This is an optimization exercise on Yosys and OpenROAD, whose aim is small area, a short achievable clock period and few clock cycles per item, not a production implementation. Function was checked by simulation only, so behaviour that the tests miss may differ from the original.

==> inputs of exp/lagoon <==
==> flow/design.v (excerpt) <==
module key_cmac (
    input  wire         clk,
    input  wire         rst,
    input  wire         start,
    output wire         ready,
    output reg          done,
    input  wire [255:0] key,      
    input  wire [511:0] data,     
    input  wire [6:0]   len,      
    output wire [127:0] mac       
);
==> module aes_tail, before the edit <==
module aes_tail (
    input  wire [127:0] mc,
    input  wire [127:0] sr,
    input  wire [127:0] st,
    input  wire         sel_mc,
    input  wire         sel_sr,
    input  wire         sel_st,
    input  wire [127:0] e,
    output wire [127:0] y
);
    wire [127:0] a = ({128{sel_mc}} & mc) | ({128{sel_sr}} & sr) | ({128{sel_st}} & st);
    assign y = a ^ e;
endmodule
==> module aes_kstail, before the edit <==
module aes_kstail (
    input  wire [31:0]  wsb,
    input  wire         rot,
    input  wire [127:0] p,
    input  wire [127:0] wlo,
    input  wire [255:0] kb,
    input  wire         shift,
    output wire [255:0] y
);
    wire [31:0] t = rot ? {wsb[23:0], wsb[31:24]} : wsb;
    assign y = shift ? {wlo, p ^ {t, t, t, t}} : kb;
endmodule
==> module key_cmac, before the edit <==
module key_cmac (
    input  wire         clk,
    input  wire         rst,
    input  wire         start,
    output wire         ready,
    output reg          done,
    input  wire [255:0] key,      
    input  wire [511:0] data,     
    input  wire [6:0]   len,      
    output wire [127:0] mac       
);
    wire [255:0] kb;
    genvar i;
    generate
        for (i = 0; i < 32; i = i + 1) begin : g_key
            assign kb[255 - 8*i -: 8] = key[8*i +: 8];
        end
    endgenerate
    reg         busy;
    reg [3:0]   rnd;       
    reg [2:0]   blk;       
    reg [6:0]   lenr;      
    reg [5:0]   lm1;       
    reg         kv;        
    reg [127:0] st;        
    reg [255:0] win;       
    reg [127:0] lk;        
    assign ready = !busy;
    generate
        for (i = 0; i < 16; i = i + 1) begin : g_mac
            assign mac[8*i +: 8] = st[127 - 8*i -: 8];
        end
    endgenerate
    wire [127:0] sr, mc;
    aes_subshift u_ss (.st(st), .sr(sr));
    aes_mixcols  u_mc (.a(sr), .y(mc));
    wire [127:0] rk = win[127:0];
    wire [31:0] wsb;
    aes_sbox u_ks0 (.a(win[31:24]), .y(wsb[31:24]));
    aes_sbox u_ks1 (.a(win[23:16]), .y(wsb[23:16]));
    aes_sbox u_ks2 (.a(win[15:8]),  .y(wsb[15:8]));
    aes_sbox u_ks3 (.a(win[7:0]),   .y(wsb[7:0]));
    reg [7:0] rcon;
    always @(*) begin
        case (rnd)
            4'd1:    rcon = 8'h01;
            4'd3:    rcon = 8'h02;
            4'd5:    rcon = 8'h04;
            4'd7:    rcon = 8'h08;
            4'd9:    rcon = 8'h10;
            4'd11:   rcon = 8'h20;
            4'd13:   rcon = 8'h40;
            default: rcon = 8'h00;
        endcase
    end
    wire [31:0]  p0  = win[255:224] ^ {rcon, 24'd0};
    wire [31:0]  p1  = p0 ^ win[223:192];
    wire [31:0]  p2  = p1 ^ win[191:160];
    wire [31:0]  p3  = p2 ^ win[159:128];
    wire [255:0] nwin;
    wire       hit   = kv && (win == kb);
    wire       go    = !busy && start;
    wire       fin   = busy && (rnd == 4'd14);
    wire       lkld  = busy && (rnd == 4'd0);        
    wire       load  = (lkld && !one) || (busy && rnd == 4'd15);
    wire       rndm  = busy && !fin && !lkld && !(rnd == 4'd15);
    wire       one   = (lm1[5:4] == 2'd0);            
    wire       lastb = (blk == {1'b0, lm1[5:4]} + 3'd1);
    wire       blk0  = (blk == 3'd0);
    wire       mid   = fin && !blk0 && !lastb;       
    wire       ldm   = load || mid;                  
    wire       nlast = (blk == {1'b0, lm1[5:4]});
    wire       full  = (lenr[3:0] == 4'd0);
    reg [127:0] mblk;
    integer p;
    always @(*) begin
        for (p = 0; p < 16; p = p + 1) begin
            if ({blk[1:0], p[3:0]} < lenr)
                mblk[127 - 8*p -: 8] = data[8*(16*blk[1:0] + p) +: 8];
            else if ({blk[1:0], p[3:0]} == lenr)
                mblk[127 - 8*p -: 8] = 8'h80;
            else
                mblk[127 - 8*p -: 8] = 8'h00;
        end
    end
    wire [127:0] k1 = {lk[126:0], 1'b0} ^ (lk[127] ? 128'h87 : 128'h0);
    wire [127:0] k2 = {k1[126:0], 1'b0} ^ (k1[127] ? 128'h87 : 128'h0);
    wire [127:0] bm = mblk ^ (nlast ? (full ? k1 : k2) : 128'd0);
    wire         hold = !busy && !start;
    wire [127:0] bk = (rndm || fin) ? rk : 128'd0;
    wire [127:0] bw = (go || load || mid) ? kb[255:128] : 128'd0;
    wire [127:0] e  = (bk ^ bw) ^ (bm & {128{ldm}});
    wire [127:0] nst;
    aes_tail u_tail (.mc(mc), .sr(sr), .st(st), .sel_mc(rndm), .sel_sr(fin),
                     .sel_st(hold), .e(e), .y(nst));
    aes_kstail u_kst (.wsb(wsb), .rot(rnd[0]), .p({p0, p1, p2, p3}), .wlo(win[127:0]),
                      .kb(kb), .shift(rndm), .y(nwin));
    always @(posedge clk) begin
        st <= nst;
        if (lkld)
            lk <= st;
        win <= nwin;
        if (!busy) begin
            lenr <= len;
            lm1  <= len[5:0] - 6'd1;
        end
        if (!busy || (fin && lastb))
            blk <= 3'd0;
        else if (ldm)
            blk <= blk + 3'd1;
        if (fin && blk0)
            rnd <= 4'd0;
        else if ((lkld && one) || (go && hit))
            rnd <= 4'd15;
        else if (rndm)
            rnd <= rnd + 4'd1;
        else
            rnd <= 4'd1;
    end
    always @(posedge clk) begin
        if (rst) begin
            busy <= 1'b0;
            done <= 1'b0;
            kv   <= 1'b0;
        end else begin
            done <= fin && !blk0 && lastb;
            if (!busy)
                busy <= start;
            else if (fin && !blk0 && lastb)
                busy <= 1'b0;
            if (fin && !blk0 && lastb)
                kv <= 1'b1;
            else if (!busy && !start)
                kv <= 1'b0;
        end
    end
endmodule
Settings: LEC_CHECK=0, CAP_MARGIN=20, CORE_MARGIN=2, CORE_UTILIZATION=65, SETUP_SLACK_MARGIN=4, SLEW_MARGIN=20, SYNTH_HIERARCHICAL=1; clock period 10.0 ns.
standard.sh (not shown) runs the stock make flow with config.mk's settings and CLKGATE_MAP_FILE= SYNTH_SCRIPT=/design/flow/synth_recipe.tcl, a recipe that flattens the netlist after the stock synthesis.
==> flow/flow/run.sh <==
#!/bin/bash
# Layout flow: the standard flow (standard.sh) with two changes:
#  - synthesis: ABC maps with flow/abc.script (area-recovering &nf mapping;
#    flow/abc_sbox.script for the S-box module) instead of ORFS's
#    abc_speed.script, without the 3-input xor/xnor cells and without
#    yosys's half/full adder extraction; everything else (synth_recipe.tcl:
#    register mapping, flattening, renaming) is unchanged;
#  - the port buffers are buf_1 cells (buffer_ports -buffer_cell).
# Each tool's log stays under orfs/logs; make's own output is in flow_make.log.
set -euo pipefail
WORK="$(cd "$(dirname "${BASH_SOURCE[0]}")/.." && pwd)"
cd "$WORK"
sed -e "s#SYNTH_SCRIPT=[^ ]*#SYNTH_SCRIPT=$WORK/flow/synth.tcl 'BUFFER_PORTS_ARGS=-buffer_cell sky130_fd_sc_hd__buf_1'#" \
    standard.sh > "$WORK/flow_standard.sh"
grep -q "SYNTH_SCRIPT=$WORK/flow/synth.tcl" "$WORK/flow_standard.sh"
export MY_ABC_SCRIPT="$WORK/flow/abc.script"
export MY_ABC_SBOX_SCRIPT="$WORK/flow/abc_sbox.script"
export FLOW_SYNTH_TCL="$WORK/synth_recipe.tcl"
bash "$WORK/flow_standard.sh" > "$WORK/flow_make.log" 2>&1
==> flow/flow/abc.script <==
&get -n
&st
&dch
&nf
&put
topo
==> flow/flow/abc_sbox.script <==
&get -n
&st
&dch
&nf -R 1000
&put
topo
==> flow/flow/synth.tcl <==
# The standard flow's synthesis script, with ABC's mapping script replaced by
# flow/abc.script (flow/abc_sbox.script for the S-box module), the 3-input
# xor/xnor cells kept out of ABC's mapping, and no half/full adder
# extraction (ABC maps that logic with the rest)
proc abc {args} {
  set i [lsearch -exact $args -script]
  foreach c {xor3_1 xor3_2 xor3_4 xnor3_1 xnor3_2 xnor3_4} {
    lappend args -dont_use sky130_fd_sc_hd__$c
  }
  if {$i < 0} {
    yosys abc {*}$args
    return
  }
  set sbox $args
  lset sbox [expr {$i + 1}] $::env(MY_ABC_SBOX_SCRIPT)
  lset args [expr {$i + 1}] $::env(MY_ABC_SCRIPT)
  yosys abc {*}$sbox aes_sbox
  yosys abc {*}$args * aes_sbox %d
}
proc extract_fa {args} {}
source $::env(FLOW_SYNTH_TCL)
==> inputs of exp/sierra, as changes to exp/lagoon <==
--- a/flow/design.v
+++ b/flow/design.v
@@ -177,27 +177,2 @@
 endmodule
-module aes_tail (
-    input  wire [127:0] mc,
-    input  wire [127:0] sr,
-    input  wire [127:0] st,
-    input  wire         sel_mc,
-    input  wire         sel_sr,
-    input  wire         sel_st,
-    input  wire [127:0] e,
-    output wire [127:0] y
-);
-    wire [127:0] a = ({128{sel_mc}} & mc) | ({128{sel_sr}} & sr) | ({128{sel_st}} & st);
-    assign y = a ^ e;
-endmodule
-module aes_kstail (
-    input  wire [31:0]  wsb,
-    input  wire         rot,
-    input  wire [127:0] p,
-    input  wire [127:0] wlo,
-    input  wire [255:0] kb,
-    input  wire         shift,
-    output wire [255:0] y
-);
-    wire [31:0] t = rot ? {wsb[23:0], wsb[31:24]} : wsb;
-    assign y = shift ? {wlo, p ^ {t, t, t, t}} : kb;
-endmodule
 module key_cmac (
@@ -224,3 +199,2 @@
     reg [6:0]   lenr;      
-    reg [5:0]   lm1;       
     reg         kv;        
@@ -257,2 +231,3 @@
     end
+    wire [31:0]  t   = rnd[0] ? {wsb[23:0], wsb[31:24]} : wsb;
     wire [31:0]  p0  = win[255:224] ^ {rcon, 24'd0};
@@ -261,3 +236,3 @@
     wire [31:0]  p3  = p2 ^ win[159:128];
-    wire [255:0] nwin;
+    wire [127:0] nrk = {p0 ^ t, p1 ^ t, p2 ^ t, p3 ^ t};
     wire       hit   = kv && (win == kb);
@@ -265,7 +240,6 @@
     wire       fin   = busy && (rnd == 4'd14);
-    wire       lkld  = busy && (rnd == 4'd0);        
-    wire       load  = (lkld && !one) || (busy && rnd == 4'd15);
-    wire       rndm  = busy && !fin && !lkld && !(rnd == 4'd15);
-    wire       one   = (lm1[5:4] == 2'd0);            
-    wire       lastb = (blk == {1'b0, lm1[5:4]} + 3'd1);
+    wire       load  = busy && (rnd == 4'd0);
+    wire       rndm  = busy && !fin && !load;
+    wire [2:0] nblk  = lenr[6:4] + {2'b00, lenr[3:0] != 4'd0};
+    wire       lastb = (blk == nblk);
     wire       blk0  = (blk == 3'd0);
@@ -273,3 +247,3 @@
     wire       ldm   = load || mid;                  
-    wire       nlast = (blk == {1'b0, lm1[5:4]});
+    wire       nlast = (blk + 3'd1 == nblk);
     wire       full  = (lenr[3:0] == 4'd0);
@@ -290,20 +264,14 @@
     wire [127:0] bm = mblk ^ (nlast ? (full ? k1 : k2) : 128'd0);
-    wire         hold = !busy && !start;
+    wire [127:0] a  = rndm ? mc : (fin ? sr : 128'd0);
     wire [127:0] bk = (rndm || fin) ? rk : 128'd0;
-    wire [127:0] bw = (go || load || mid) ? kb[255:128] : 128'd0;
-    wire [127:0] e  = (bk ^ bw) ^ (bm & {128{ldm}});
-    wire [127:0] nst;
-    aes_tail u_tail (.mc(mc), .sr(sr), .st(st), .sel_mc(rndm), .sel_sr(fin),
-                     .sel_st(hold), .e(e), .y(nst));
-    aes_kstail u_kst (.wsb(wsb), .rot(rnd[0]), .p({p0, p1, p2, p3}), .wlo(win[127:0]),
-                      .kb(kb), .shift(rndm), .y(nwin));
+    wire [127:0] bw = (!busy || load || mid) ? kb[255:128] : 128'd0;
+    wire [127:0] nst = (a ^ (bk ^ bw)) ^ (bm & {128{ldm}});
     always @(posedge clk) begin
-        st <= nst;
-        if (lkld)
-            lk <= st;
-        win <= nwin;
-        if (!busy) begin
+        if (busy || start)
+            st <= nst;
+        if (fin && blk0)
+            lk <= nst;
+        win <= (rndm && !(rnd == 4'd14)) ? {win[127:0], nrk} : kb;
+        if (!busy)
             lenr <= len;
-            lm1  <= len[5:0] - 6'd1;
-        end
         if (!busy || (fin && lastb))
@@ -312,6 +280,4 @@
             blk <= blk + 3'd1;
-        if (fin && blk0)
+        if ((fin && blk0) || (go && hit))
             rnd <= 4'd0;
-        else if ((lkld && one) || (go && hit))
-            rnd <= 4'd15;
         else if (rndm)
==> flow/flow/run.sh (replaced) <==
#!/bin/bash
# Layout flow: the standard flow (standard.sh) with two changes:
#  - synthesis: ABC maps with flow/abc.script (area-recovering &nf mapping)
#    instead of ORFS's abc_speed.script, and without the 3-input xor/xnor
#    cells; everything else (synth_recipe.tcl: register mapping, flattening,
#    renaming) is unchanged;
#  - the port buffers are buf_2 cells (buffer_ports -buffer_cell).
# Each tool's log stays under orfs/logs; make's own output is in flow_make.log.
set -euo pipefail
WORK="$(cd "$(dirname "${BASH_SOURCE[0]}")/.." && pwd)"
cd "$WORK"
sed -e "s#SYNTH_SCRIPT=[^ ]*#SYNTH_SCRIPT=$WORK/flow/synth.tcl 'BUFFER_PORTS_ARGS=-buffer_cell sky130_fd_sc_hd__buf_2'#" \
    standard.sh > "$WORK/flow_standard.sh"
grep -q "SYNTH_SCRIPT=$WORK/flow/synth.tcl" "$WORK/flow_standard.sh"
export MY_ABC_SCRIPT="$WORK/flow/abc.script"
export FLOW_SYNTH_TCL="$WORK/synth_recipe.tcl"
bash "$WORK/flow_standard.sh" > "$WORK/flow_make.log" 2>&1
==> flow/flow/synth.tcl (replaced) <==
# The standard flow's synthesis script, with ABC's mapping script replaced by
# flow/abc.script and the 3-input xor/xnor cells kept out of ABC's mapping
proc abc {args} {
  set i [lsearch -exact $args -script]
  if {$i >= 0} { lset args [expr {$i + 1}] $::env(MY_ABC_SCRIPT) }
  foreach c {xor3_1 xor3_2 xor3_4 xnor3_1 xnor3_2 xnor3_4} {
    lappend args -dont_use sky130_fd_sc_hd__$c
  }
  yosys abc {*}$args
}
source $::env(FLOW_SYNTH_TCL)
SYNTH_HIERARCHICAL = not set   (was 1)
removed: flow/flow/abc_sbox.script
==> inputs of exp/cedar, as changes to exp/lagoon <==
--- a/flow/design.v
+++ b/flow/design.v
@@ -199,4 +199,7 @@
 );
-    wire [31:0] t = rot ? {wsb[23:0], wsb[31:24]} : wsb;
-    assign y = shift ? {wlo, p ^ {t, t, t, t}} : kb;
+    wire        sel_r = shift && rot;
+    wire        sel_n = shift && !rot;
+    wire [31:0] t = ({32{sel_r}} & {wsb[23:0], wsb[31:24]}) | ({32{sel_n}} & wsb);
+    wire [255:0] base = shift ? {wlo, p} : kb;
+    assign y = base ^ {128'd0, t, t, t, t};
 endmodule
CORE_UTILIZATION = 55   (was 65)
==> summary of the runs <==
exp/lagoon completed without violations. exp/cedar passed the timing, DRC and antenna checks. exp/sierra completed with no timing, DRC or antenna violations. In exp/cedar the area after synthesis is lower than in exp/sierra, by about 7%. First-iteration DRC count, lowest first: exp/cedar, exp/lagoon, exp/sierra. Clock skew: exp/cedar < exp/lagoon < exp/sierra. Critical path depth, lowest first: exp/lagoon, exp/cedar, exp/sierra. Die area: exp/lagoon < exp/sierra < exp/cedar. Global-route usage: exp/cedar < exp/lagoon < exp/sierra. Flip-flop and latch count: exp/sierra is lower than exp/lagoon (2). Design area: exp/lagoon < exp/cedar < exp/sierra. The lowest count of clock-buffer cells in the layout belongs to exp/sierra, the highest to exp/cedar.
Testbench counts of exp/lagoon, summed over its fixed seeds: cycles 17,345, items 384.
Testbench counts of exp/sierra, summed over its fixed seeds: cycles 17,296, items 384.
Testbench counts of exp/cedar, summed over its fixed seeds: cycles 17,345, items 384.

==> afterwards: timing with drivers on the ports <==
The flow's constraints put no driver on any port. The routed layouts listed below were extracted and timed again, unchanged, in two steps. Step 1: set_driving_cell puts a clkbuf_16 on clk and a buf_2 on each other input, an assumption about the parent block. Step 2 times the ports against the registers' clock, not the clock port: input delays grow and output delays shrink by t, the midpoint of the rising clock arrivals with the driver on. a / b / c = ideal / step 1 / step 2; a / b = the first two.
run	t, ns	slack for setup (ns)	worst setup path at the end	latest minus earliest clock arrival (ns)
exp/lagoon	0.747	3.969 / 3.969 / 3.969	register to register	0.042 / 0.042
exp/sierra	0.754	3.156 / 3.156 / 3.156	register to register	0.075 / 0.075
exp/cedar	0.728	4.159 / 4.159 / 4.159	register to register	0.021 / 0.021
After both steps every run listed still meets setup and hold.
